This is an optimization exercise on Yosys and OpenROAD, whose aim is small area and few clock cycles per item, not a production implementation. In this exercise RTL edits were held to simulation tests only and were not proved equivalent to the original.

==> job 1605: inputs <==
==> flow/design.v (excerpt) <==
module ctl_pid (
    input  wire        clk,
    input  wire        rst,
    input  wire        in_valid,
    output wire        in_ready,
    input  wire        restart,
    input  wire [31:0] y,
    input  wire [31:0] ri,
    input  wire [31:0] u0,
    input  wire        slew_en,
    input  wire [30:0] slew,
    input  wire [23:0] kp,
    input  wire [23:0] ki,
    input  wire [23:0] kd,
    input  wire [23:0] kn,
    input  wire [31:0] lo,
    input  wire [31:0] hi,
    input  wire [31:0] rp_in,
    input  wire [31:0] yp_in,
    input  wire [47:0] d_in,
    input  wire [47:0] i_in,
    input  wire [31:0] u_prev_in,
    input  wire        reinit_in,
    output reg         out_valid,
    output reg  [31:0] u,
    output reg  [31:0] r_out,
    output reg  [47:0] d_out,
    output reg  [47:0] i_out
);
    assign in_ready = 1'b1;
    wire signed [31:0] ys  = y;
    wire signed [31:0] ris = ri;
    wire signed [31:0] los = lo;
    wire signed [31:0] his = hi;
    wire signed [31:0] rp = restart ? ys : $signed(rp_in);
    wire signed [47:0] d0 = restart ? 48'sd0 : $signed(d_in);
    wire signed [31:0] u0s = u0;
    wire signed [31:0] u0c = (u0s < los) ? los : (u0s > his) ? his : u0s;
    wire signed [31:0] up  = restart ? u0c : $signed(u_prev_in);
    wire signed [32:0] rhi = rp + $signed({2'b00, slew});
    wire signed [32:0] rlo = rp - $signed({2'b00, slew});
    wire signed [31:0] r = !slew_en ? ris :
                           (ris > rhi) ? rhi[31:0] :
                           (ris < rlo) ? rlo[31:0] : ris;
    wire signed [32:0] ew  = r - ys;
    wire signed [31:0] e   = (ew > 33'sd2147483647) ? 32'sh7FFFFFFF :
                             (ew < -33'sd2147483648) ? 32'sh80000000 : ew[31:0];
    wire signed [32:0] dyw = restart ? 33'sd0 : ys - $signed(yp_in);
    wire signed [31:0] dy  = (dyw > 33'sd2147483647) ? 32'sh7FFFFFFF :
  ...
==> flow/config.mk <==
export PLATFORM = sky130hd
export DESIGN_NAME = ctl_pid
export DESIGN_NICKNAME = ctl_pid
export VERILOG_FILES = /design/flow/design.v
export SDC_FILE = /design/flow/constraint.sdc
export NUM_CORES = 4
export LEC_CHECK = 0
export CAP_MARGIN = 20
export CORE_MARGIN = 2
export CORE_UTILIZATION = 40
export SLEW_MARGIN = 20
==> flow/constraint.sdc <==
create_clock -name core_clock -period 20.0 [get_ports {clk}]
set_input_delay 4.0000 -clock core_clock [delete_from_list [all_inputs] [get_ports {clk}]]
set_output_delay 4.0000 -clock core_clock [all_outputs]
set_load 0.01 [all_outputs]
run.sh (not shown) runs the stock make flow with config.mk's settings and CLKGATE_MAP_FILE= SYNTH_SCRIPT=/design/flow/synth_recipe.tcl, a recipe that flattens the netlist after the stock synthesis.
==> job 881 (differences from job 1605) <==
--- a/flow/design.v
+++ b/flow/design.v
@@ -70,12 +70,12 @@
     end
     localparam [55:0] BOFF = -(56'h555555 << 32);
     wire signed [55:0] gw   = kdy_s + negd + BOFF;
     wire               g_hi = (gw > 56'sd140737488355327);
     wire               g_lo = (gw < -56'sd140737488355328);
-    wire        [55:0] gdw  = kdy_s + negd + BOFF - {{8{d0[47]}}, d0};
-    wire signed [48:0] gd_n = gdw[48:0];
+    wire        [48:0] gdw  = gw[48:0] - {d0[47], d0};
+    wire signed [48:0] gd_n = gdw;
     wire signed [48:0] gd_h = 49'sd140737488355327 - d0;
     wire signed [48:0] gd_l = -49'sd140737488355328 - d0;
     wire signed [48:0] gd   = g_hi ? gd_h : g_lo ? gd_l : gd_n;
     reg               vb, reinitb;
     reg signed [31:0] eb, rb, upb, lob, hib;
@@ -145,13 +145,14 @@
     wire signed [47:0] dn = fsum[63:16];
     wire signed [49:0] iw = $signed({upb, 16'd0}) - $signed({p, 16'd0}) - dn;
     wire signed [47:0] ir = (iw > 50'sd140737488355327) ? 48'sh7FFFFFFFFFFF :
                             (iw < -50'sd140737488355328) ? 48'sh800000000000 : iw[47:0];
     wire signed [47:0] i1 = reinitb ? ir : ib;
-    wire signed [56:0] icw = i1 + kie;
-    wire signed [47:0] ic  = (icw > 57'sd140737488355327) ? 48'sh7FFFFFFFFFFF :
-                             (icw < -57'sd140737488355328) ? 48'sh800000000000 : icw[47:0];
+    wire               kie_big = (kie[55:48] != {8{kie[48]}});
+    wire signed [49:0] icw = i1 + $signed(kie[48:0]);
+    wire signed [47:0] ic  = (kie_big ? !kie[55] : (icw > 50'sd140737488355327)) ? 48'sh7FFFFFFFFFFF :
+                             (kie_big ?  kie[55] : (icw < -50'sd140737488355328)) ? 48'sh800000000000 : icw[47:0];
     reg               vc;
     reg signed [47:0] icc, i1c, dnc;
     reg signed [31:0] pc, rc, loc, hic;
     always @(posedge clk) begin
         if (rst) vc <= 1'b0;
@@ -162,14 +163,16 @@
     wire signed [48:0] icd = icc + dnc;
     wire               qc  = icd[15] & ((|icd[14:0]) | ~icd[48]);
     wire signed [33:0] vw  = pc + $signed(icd[48:16]) + $signed({1'b0, qc});
     wire signed [31:0] v   = (vw > 34'sd2147483647) ? 32'sh7FFFFFFF :
                              (vw < -34'sd2147483648) ? 32'sh80000000 : vw[31:0];
-    wire               inlim = (v > loc) && (v < hic);
+    wire               v_lt_lo = (v < loc);
+    wire               v_gt_hi = (v > hic);
+    wire               inlim = !v_lt_lo && (v != loc) && !v_gt_hi && (v != hic);
     always @* begin
         out_valid = vc;
-        u     = (v < loc) ? loc : (v > hic) ? hic : v;
+        u     = v_lt_lo ? loc : v_gt_hi ? hic : v;
         r_out = rc;
         d_out = dnc;
         i_out = inlim ? icc : i1c;
     end
 endmodule
--- a/flow/config.mk
+++ b/flow/config.mk
@@ -5,7 +5,8 @@
 export SDC_FILE = /design/flow/constraint.sdc
 export NUM_CORES = 4
 export LEC_CHECK = 0
 export CAP_MARGIN = 20
 export CORE_MARGIN = 2
-export CORE_UTILIZATION = 40
+export CORE_UTILIZATION = 55
+export CTS_BUF_LIST = sky130_fd_sc_hd__clkbuf_4 sky130_fd_sc_hd__clkbuf_8
 export SLEW_MARGIN = 20
==> qor summary <==
| item | job 1605 | job 881 |
|---|---|---|
| Met3 wire length | 46.5 mm | 48.9 mm |
| Count of inverters not on the clock network in the layout | 1,770 | 1,729 |
| Tap cell count | 3,978 | 2,854 |
| Number of vias in the routed layout | 109,000 | 109,000 |
| Min-Delay Startpoint | lob[30] | rb[18] |
| First-pass GRT wire length | 706 mm | 683 mm |
| XOR/XNOR share of the synthesized area | 13.3% | 14.6% |
| Multi-input logic area | 98,300 sq um | 96,500 sq um |
| Clock latency on the worst-skew pair | 0.87 ns | 0.98 ns |
| Maximum fanout count along the critical path | 17 | 23 |
| Outcome | complete, no violations | complete, no violations |
| Transition time at the pin with the least slew margin | 1.11 ns | 1.21 ns |
| Setup slack at placement | 0.920 ns | 0.536 ns |
| Wirelength per Cell | 26.5 um | 27.3 um |
| 1st-iter DRT viols | 11,800 | 11,700 |
| Crit-path slowest cell | sky130_fd_sc_hd__clkdlybuf4s50_1 | sky130_fd_sc_hd__o311ai_0 |
| Clock Pin Slew Worst Setup and Hold Paths | 0.06 ns | 0.07 ns |
| Fraction of layout instances using a drive strength above 1 | 6.53% | 7.03% |
| Non-clock buffers | 1,017 | 1,027 |
| Hold Path Sink | loc[30] | rc[18] |
| Worst-case register-to-register setup slack | 1.10 ns | 1.24 ns |
| Non-clock buffer share | 6.88% | 7.14% |
Testbench counts of job 1605, summed over its fixed seeds: cycles 32,016, items 32,000.
Testbench counts of job 881, summed over its fixed seeds: cycles 32,016, items 32,000.

[afterwards: timing with drivers on the ports]
The results above use ideal ports. As a check the final layouts listed here were re-extracted and re-timed, cells and wires unchanged.
Step 1 assumes that a clkbuf_16 drives the clock port and a buf_2 every other input.
Step 2, shift: input delay + t, output delay - t, t = (earliest + latest rising clock arrival at the registers) / 2. This alone moves slack from input paths to output paths.
a / b / c = no drivers / after step 1 / after step 2; a / b = the first two.
| run | t (ns) | setup slack, ns | hold WS [ns] | latest minus earliest clock arrival (ns) | slew at the worst register clock pin (ns) |
|---|---|---|---|---|---|
| job 1605 | 0.935 | 1.087 / 0.973 / 0.994 | 0.300 / 0.300 / 0.300 | 0.092 / 0.092 | 0.07 / 0.07 |
| job 881 | 1.010 | 1.009 / 0.952 / 0.038 | 0.293 / 0.293 / 0.293 | 0.153 / 0.153 | 0.09 / 0.09 |
After both steps every run listed still meets setup and hold. The setup slack of job 881, which loses most, moves by -0.057 ns with the drivers and by -0.971 ns with both steps.
